From an optimization exercise on the open Yosys and OpenROAD flow, aimed at small area, a short achievable clock period and few clock cycles; shortcuts taken in it are not production practice.
Only simulation tests tie the RTL to the original design; equivalence was not proved.

==> flow/design.v <==
module cor_convert (
    input  wire         clk,
    input  wire         rst,
    input  wire         in_valid,
    output wire         in_ready,
    input  wire [31:0]  in_x,
    input  wire [31:0]  in_y,
    input  wire [31:0]  in_z,
    input  wire [31:0]  in_xmin,
    input  wire [31:0]  in_ymin,
    input  wire [23:0]  in_pitch_x,
    input  wire [23:0]  in_pitch_y,
    input  wire [31:0]  in_zgain,
    output reg          rd_en,
    output reg  [5:0]   rd_i,
    output reg  [5:0]   rd_j,
    input  wire [383:0] rd_data,
    output reg          out_valid,
    output reg  [23:0]  out_cx,
    output reg  [23:0]  out_cy,
    output reg  [23:0]  out_cz,
    output reg          out_clamp,
    output reg  [2:0]   out_sat
);
    localparam S_IDLE = 3'd0;
    localparam S_DIV  = 3'd1;
    localparam S_READ = 3'd2;
    localparam S_WAIT = 3'd3;
    localparam S_AB   = 3'd4;
    localparam S_C    = 3'd5;
    localparam S_RND  = 3'd6;
    localparam S_DONE = 3'd7;
    reg [2:0] state;
    wire signed [33:0] x_s    = {{2{in_x[31]}}, in_x};
    wire signed [33:0] y_s    = {{2{in_y[31]}}, in_y};
    wire signed [33:0] xlo    = {{2{in_xmin[31]}}, in_xmin};
    wire signed [33:0] ylo    = {{2{in_ymin[31]}}, in_ymin};
    wire signed [33:0] xhi    = xlo + $signed({4'd0, in_pitch_x, 6'd0});
    wire signed [33:0] yhi    = ylo + $signed({4'd0, in_pitch_y, 6'd0});
    wire               x_low  = x_s < xlo;
    wire               x_high = x_s > xhi;
    wire               y_low  = y_s < ylo;
    wire               y_high = y_s > yhi;
    wire signed [33:0] xc     = x_low ? xlo : (x_high ? xhi : x_s);
    wire signed [33:0] yc     = y_low ? ylo : (y_high ? yhi : y_s);
    wire        [33:0] dx     = xc - xlo;      
    wire        [33:0] dy     = yc - ylo;
    reg [23:0]  pitch_x, pitch_y;
    reg [31:0]  z_r, zgain_r;
    reg         clamp_r;
    reg [24:0]  rem_x, rem_y;
    reg [22:0]  q_x, q_y;
    reg [22:0]  dsh_x, dsh_y;      
    reg [4:0]   step;
    wire [24:0] tx = {rem_x[23:0], dsh_x[22]};
    wire [24:0] ty = {rem_y[23:0], dsh_y[22]};
    wire        gex = tx >= {1'b0, pitch_x};
    wire        gey = ty >= {1'b0, pitch_y};
    wire        x_edge = q_x == 23'h400000;
    wire        y_edge = q_y == 23'h400000;
    wire [5:0]  cell_i = x_edge ? 6'd63 : q_x[21:16];
    wire [5:0]  cell_j = y_edge ? 6'd63 : q_y[21:16];
    wire [16:0] fx     = x_edge ? 17'd65536 : {1'b0, q_x[15:0]};
    wire [16:0] fy     = y_edge ? 17'd65536 : {1'b0, q_y[15:0]};
    reg  [1:0]  axis;
    reg  signed [48:0] a_r, b_r;
    reg  signed [65:0] c_r;
    reg  signed [47:0] zterm;      
    wire signed [17:0] wx1 = $signed({1'b0, fx});
    wire signed [17:0] wx0 = $signed(18'd65536) - wx1;
    wire signed [17:0] wy1 = $signed({1'b0, fy});
    wire signed [17:0] wy0 = $signed(18'd65536) - wy1;
    wire signed [31:0] g00 = $signed(rd_data[ 0 + 32*axis +: 32]);
    wire signed [31:0] g10 = $signed(rd_data[ 96 + 32*axis +: 32]);
    wire signed [31:0] g01 = $signed(rd_data[192 + 32*axis +: 32]);
    wire signed [31:0] g11 = $signed(rd_data[288 + 32*axis +: 32]);
    wire signed [48:0] a_n = g00 * wx0 + g10 * wx1;
    wire signed [48:0] b_n = g01 * wx0 + g11 * wx1;
    wire signed [65:0] c_n = a_r * wy0 + b_r * wy1;
    wire signed [63:0] zprod = $signed(z_r) * $signed(zgain_r);
    wire signed [33:0] v0   = (c_r + 66'sd2147483648) >>> 32;
    wire signed [48:0] v    = (axis == 2'd2) ? (v0 + zterm) : v0;
    wire signed [48:0] code = 49'sd8388608 + ((v + 49'sd128) >>> 8);
    wire               c_lo = code < 0;
    wire               c_hi = code > 49'sd16777215;
    wire [23:0]        code_sat = c_lo ? 24'h000000 : (c_hi ? 24'hFFFFFF : code[23:0]);
    assign in_ready = (state == S_IDLE);
    always @(posedge clk) begin
        if (rst) begin
            state     <= S_IDLE;
            rd_en     <= 1'b0;
            rd_i      <= 6'd0;
            rd_j      <= 6'd0;
            out_valid <= 1'b0;
            out_cx    <= 24'd0;
            out_cy    <= 24'd0;
            out_cz    <= 24'd0;
            out_clamp <= 1'b0;
            out_sat   <= 3'd0;
        end else begin
            rd_en     <= 1'b0;
            out_valid <= 1'b0;
            case (state)
                S_IDLE: begin
                    if (in_valid) begin
                        pitch_x <= in_pitch_x;
                        pitch_y <= in_pitch_y;
                        z_r     <= in_z;
                        zgain_r <= in_zgain;
                        clamp_r <= x_low | x_high | y_low | y_high;
                        rem_x   <= {2'b00, dx[29:7]};
                        rem_y   <= {2'b00, dy[29:7]};
                        dsh_x   <= {dx[6:0], 16'd0};
                        dsh_y   <= {dy[6:0], 16'd0};
                        q_x     <= 23'd0;
                        q_y     <= 23'd0;
                        step    <= 5'd0;
                        state   <= S_DIV;
                    end
                end
                S_DIV: begin
                    rem_x <= gex ? (tx - {1'b0, pitch_x}) : tx;
                    rem_y <= gey ? (ty - {1'b0, pitch_y}) : ty;
                    q_x   <= {q_x[21:0], gex};
                    q_y   <= {q_y[21:0], gey};
                    dsh_x <= {dsh_x[21:0], 1'b0};
                    dsh_y <= {dsh_y[21:0], 1'b0};
                    if (step == 5'd0)
                        zterm <= zprod[63:16];
                    step  <= step + 5'd1;
                    if (step == 5'd22)
                        state <= S_READ;
                end
                S_READ: begin
                    rd_en <= 1'b1;
                    rd_i  <= cell_i;
                    rd_j  <= cell_j;
                    state <= S_WAIT;
                end
                S_WAIT: begin
                    axis  <= 2'd0;
                    state <= S_AB;
                end
                S_AB: begin
                    a_r   <= a_n;
                    b_r   <= b_n;
                    state <= S_C;
                end
                S_C: begin
                    c_r   <= c_n;
                    state <= S_RND;
                end
                S_RND: begin
                    case (axis)
                        2'd0: out_cx <= code_sat;
                        2'd1: out_cy <= code_sat;
                        default: out_cz <= code_sat;
                    endcase
                    out_sat[axis] <= c_lo | c_hi;
                    if (axis == 2'd2) begin
                        state <= S_DONE;
                    end else begin
                        axis  <= axis + 2'd1;
                        state <= S_AB;
                    end
                end
                default: begin  
                    out_valid <= 1'b1;
                    out_clamp <= clamp_r;
                    state     <= S_IDLE;
                end
            endcase
        end
    end
endmodule
==> flow/run.sh <==
#!/bin/bash
# synth_recipe.tcl (not shown) runs the flow's synth.tcl, then flattens the netlist and writes it again
# the make line also repeats each setting of config.mk as NAME=value (left out here)
make -C /OpenROAD-flow-scripts/flow DESIGN_CONFIG=/design/flow/config.mk WORK_HOME=/design/flow/orfs CLKGATE_MAP_FILE= SYNTH_SCRIPT=/design/flow/synth_recipe.tcl finish
==> flow/config.mk <==
export PLATFORM = sky130hd
export DESIGN_NAME = cor_convert
export DESIGN_NICKNAME = cor_convert
export VERILOG_FILES = /design/flow/design.v
export SDC_FILE = /design/flow/constraint.sdc
export NUM_CORES = 4
export LEC_CHECK = 0
export CAP_MARGIN = 20
export CORE_MARGIN = 2
export CORE_UTILIZATION = 40
export SLEW_MARGIN = 20
==> flow/constraint.sdc <==
create_clock -name core_clock -period 15.0 [get_ports {clk}]
set_input_delay 3.0000 -clock core_clock [delete_from_list [all_inputs] [get_ports {clk}]]
set_output_delay 3.0000 -clock core_clock [all_outputs]
set_load 0.01 [all_outputs]
==> impl_summary.log <==
[metrics] number of flops mapped to enable cells by yosys: around 400
[metrics] average routed wire per standard cell: about 22 µm
[metrics] worst setup path category: reg -> reg
[metrics] I/O pin count: around 700
[metrics] pin count of the biggest net entering global routing: 137
[metrics] Total Routed Length: 623 mm
[metrics] maximum buffer depth of the clock tree: 4
[metrics] most common library cell in the layout ignoring fill and taps: sky130_fd_sc_hd__inv_1
[metrics] Std-Cell Core Area: approximately 500000 µm²
[metrics] post-detailed-placement half-perimeter wirelength: 514 mm
[metrics] most numerous cell on the critical path: sky130_fd_sc_hd__fa_1
[metrics] CTS H-Tree Depth: 3
[metrics] buffers inserted during post-CTS setup optimization: 0
[metrics] top_reg_cell synth: sky130_fd_sc_hd__edfxtp_1
[metrics] via total after detailed routing: approximately 150k
[metrics] sequential share of the synthesized area: under 10%
[metrics] RSZ-0062 raised after global routing: false
[metrics] synthesized cell area: between 200000 and 250000 µm²
[metrics] number of gates resized after cts: 0
[metrics] fin nets: ~29000
[metrics] wire length of the first global-routing pass: 972 mm
[metrics] outcome: complete, no violations
[metrics] Hold Buf Count CTS: 0
[metrics] min-delay worst type: reg -> reg
[metrics] highest-delay cell along the critical path: sky130_fd_sc_hd__o21ai_0
[metrics] critical path peak fanout: 50
[metrics] delay of the slowest cell on the worst path: around 0.7 ns
[metrics] Layout area overhead: 8.78%
[metrics] post-detailed-route DRC marker count: 0
[metrics] area of the die: between 500000 and 600000 µm²
[metrics] clock transition at the registers of the reported paths: 0.06 ns
[metrics] initial standard-cell utilization of the core: between 40% and 50%
[metrics] final worst clock skew: ~0.091 ns
[metrics] maximum frequency from static timing analysis: approximately 0.075 GHz
[metrics] worst hold margin: around 0.5 ns
[metrics] share of final-layout standard cells stronger than drive strength 1: about 3.2%
[metrics] kind of end point of the critical path: flip-flop
[metrics] IO buf count: 717
[metrics] synthesized netlist cell count: 21700
[metrics] Die Span Y: 712 µm
[metrics] setup TNS: 0 ns
[metrics] via-per-instance ratio: 5.13
[metrics] signal arrival time at the worst endpoint: between 10 and 15 ns
[metrics] gr ovfl total: 0
[metrics] Max-Cap Viols: 0
[metrics] clk root buf: sky130_fd_sc_hd__clkbuf_16
[metrics] max-slew violation count: 0
[metrics] total of fill cells in the finished design: 48800
[metrics] final worst path period share: between 80% and 90%
[metrics] final RePlAce weighted congestion: approximately 0.98
[metrics] clock tree sinks: 502
[metrics] Worst EP required: between 15 and 20 ns
[metrics] Iteration-0 DRC Markers: between 9000 and 10000
[metrics] row cnt: 260
[metrics] launching element type of the critical path: flip-flop
[metrics] count of final hold-check violations: 0
[metrics] Final Core Density: between 40% and 50%
[metrics] Num CTS Buffers: 74
[metrics] Slew Limit Headroom: 19.7%
[metrics] number of antenna violations at the first check in global routing: 36
[metrics] final setup violation count: 0
[metrics] share of async-settable or async-resettable flops after synthesis: 0%
[metrics] DRT Pass-1 Iters: 8
[metrics] Yosys warnings: 1
[metrics] clock latency of the later-clocked register in the worst-skew pair: 0.82 ns
[metrics] footprint of the multi-input gates: 164000 µm²
[metrics] total routing resource utilization after global routing: 25.1%
[metrics] Routed Antenna Nets: 0
[metrics] commonest non-fill, non-tap cells in the layout: 5410 x sky130_fd_sc_hd__inv_1, 5079 x sky130_fd_sc_hd__fa_1, 3309 x sky130_fd_sc_hd__nand2_1
[metrics] shortest clock period the worst path allows after layout: about 13 ns
[metrics] Yosys reg bits: roughly 500
[metrics] mean instance size in the synthesized netlist: 9.27 µm²
[metrics] via count of the first global-routing pass: between 150k and 200k
[metrics] count of distinct cell types in the synthesized netlist: 113
[metrics] FF+latch area: 14100 µm²
[metrics] TritonCTS clock tree: built
[metrics] worst-margin pin slew: approximately 1.2 ns
[metrics] width of the chip: roughly 710 µm
## final cells by class
class / instances / share of cell area [%]
clock inverters: 30 / 0.106
clock buffers: 94 / 0.916
flip-flops and latches: 502 / 6.48
diodes: 21 / 0.0241
inverters: 5412 / 9.30
well taps: 6681 / 3.83
repair buffers: 1038 / 4.41
multi-input cells: 14900 / 74.9
## path summary, 6_finish.rpt
kind / from / to / slack [ns] / cells past startpoint
min reg2reg: out_cz[18]$_SDFFE_PP0P_ / out_cz[18]$_SDFFE_PP0P_ / 0.49 / 1
max reg2reg: q_y[1]$_SDFFCE_PN0P_ / c_r[65]$_DFFE_PP_ / 1.69 / 38
min: out_cz[18]$_SDFFE_PP0P_ / out_cz[18]$_SDFFE_PP0P_ / 0.49 / 1
max: q_y[1]$_SDFFCE_PN0P_ / c_r[65]$_DFFE_PP_ / 1.69 / 38
## state kept, by name, summed over array words and instances (netlist names), 5 cells and up
register  flops
out_cz       24
step          5
zterm        48
zgain_r      32
b_r          49
dsh_y         7
a_r          49
pitch_y      24
q_y          23
out_cy       24
rem_y        24
out_cx       24
dsh_x         7
c_r          35
rd_i          6
z_r          32
q_x          23
pitch_x      24
rd_j          6
rem_x        24
## synthesized netlist by cell type (14+ instances only)
master | n | share of area (%)
sky130_fd_sc_hd__and3_1 | 48 | 0.15
sky130_fd_sc_hd__a21o_1 | 123 | 0.46
sky130_fd_sc_hd__xnor2_1 | 350 | 1.5
sky130_fd_sc_hd__or3_1 | 35 | 0.11
sky130_fd_sc_hd__a21boi_0 | 24 | 0.090
sky130_fd_sc_hd__mux4_2 | 46 | 0.52
sky130_fd_sc_hd__o21ai_1 | 76 | 0.19
sky130_fd_sc_hd__nor2b_1 | 103 | 0.32
sky130_fd_sc_hd__o21bai_1 | 53 | 0.20
sky130_fd_sc_hd__nand2b_1 | 108 | 0.34
sky130_fd_sc_hd__o21ai_0 | 316 | 0.79
sky130_fd_sc_hd__nor4_1 | 24 | 0.075
sky130_fd_sc_hd__edfxtp_1 | 409 | 6.1
sky130_fd_sc_hd__o211ai_1 | 45 | 0.17
sky130_fd_sc_hd__a21oi_1 | 345 | 0.86
sky130_fd_sc_hd__or2_2 | 24 | 0.075
sky130_fd_sc_hd__nand4_1 | 78 | 0.24
sky130_fd_sc_hd__nand2_1 | 3309 | 6.2
sky130_fd_sc_hd__buf_1 | 64 | 0.12
sky130_fd_sc_hd__nand3_1 | 97 | 0.24
sky130_fd_sc_hd__mux2i_1 | 98 | 0.49
sky130_fd_sc_hd__nor3_1 | 125 | 0.31
sky130_fd_sc_hd__dfxtp_1 | 93 | 0.93
sky130_fd_sc_hd__mux2_2 | 71 | 0.40
sky130_fd_sc_hd__o31ai_1 | 26 | 0.097
sky130_fd_sc_hd__and4_1 | 15 | 0.065
sky130_fd_sc_hd__a2111oi_0 | 14 | 0.061
sky130_fd_sc_hd__xor2_1 | 133 | 0.58
sky130_fd_sc_hd__a31oi_1 | 37 | 0.12
sky130_fd_sc_hd__a221o_1 | 76 | 0.38
sky130_fd_sc_hd__inv_1 | 5410 | 10
sky130_fd_sc_hd__o21a_1 | 116 | 0.43
sky130_fd_sc_hd__ha_1 | 1183 | 7.4
sky130_fd_sc_hd__buf_2 | 17 | 0.042
sky130_fd_sc_hd__fa_1 | 5079 | 51
sky130_fd_sc_hd__clkbuf_1 | 897 | 1.7
sky130_fd_sc_hd__a211oi_1 | 31 | 0.12
sky130_fd_sc_hd__and2_1 | 1539 | 4.8
sky130_fd_sc_hd__nor2_1 | 789 | 1.5
## cell families after synthesis
| kind of cell | Yosys count | share of synthesized area, % |
|---|---|---|
| adder cells (fa/ha/maj) | 6262 | 58.0 |
| flip-flops | 502 | 7.05 |
| multiplexers | 217 | 1.42 |
| AO/OA/AOI/OAI | 1421 | 4.63 |
| AND/OR/NAND/NOR | 6374 | 14.8 |
| other | 2 | 0.00374 |
| buffers and inverters | 6398 | 12.0 |
| XOR/XNOR | 483 | 2.11 |
## per-stage QoR
stage / std cells / setup slack [ns] / area [µm²]
2_1_floorplan: 21800 / 1.56 / 201000
6_report: 28600 / 1.69 / 218000
5_1_grt: 28600 / 0.670 / 218000
4_1_cts: 28600 / 1.68 / 218000
3_3_place_gp: 28500 / 0.818 / 216000
3_5_place_dp: 28500 / 1.04 / 216000
## routing by layer
layer,up-vias,routed length [µm],track usage (%)
met3,1147,38300,3.27
met1,77200,253000,32.7
met2,4740,299000,42.1
li1,63800,-,-
met4,22,32700,10.6
met5,-,136,0
## worst max-delay path: cells and delay by family, from the launching register on
kind	cells	cell delay, ns
compound gates	11	4.16
buf+inv	7	1.18
simple gates	9	2.63
flops	1	0.39
fa+ha+maj	9	4.40
xor+xnor	2	0.26
Testbench counts, summed over its fixed seeds: cycles 73,736.

[separate check: timing with driven ports]
The flow's constraints put no driver on any port. The routed layout listed below was extracted and timed again, unchanged, in two steps. Step 1 assumes that a clkbuf_16 drives the clock port and a buf_2 every other input. Step 2, shift: input delay + t, output delay - t, t = (earliest + latest rising clock arrival at the registers) / 2. This alone moves slack from input paths to output paths. Slacks: ideal / step 1 / step 2; pairs: ideal / step 1.
t (ns): 0.860
setup WS [ns]: 1.687 / 1.687 / 0.958
slew at the worst register clock pin (ns): 0.09 / 0.09
worst data-port slew with drivers (ns): 0.16
cell pins on the clock port's net: 1
After both steps setup and hold are still met in this run. For this run, drivers alone change the setup slack by 0.000 ns; drivers and shift together by -0.729 ns.
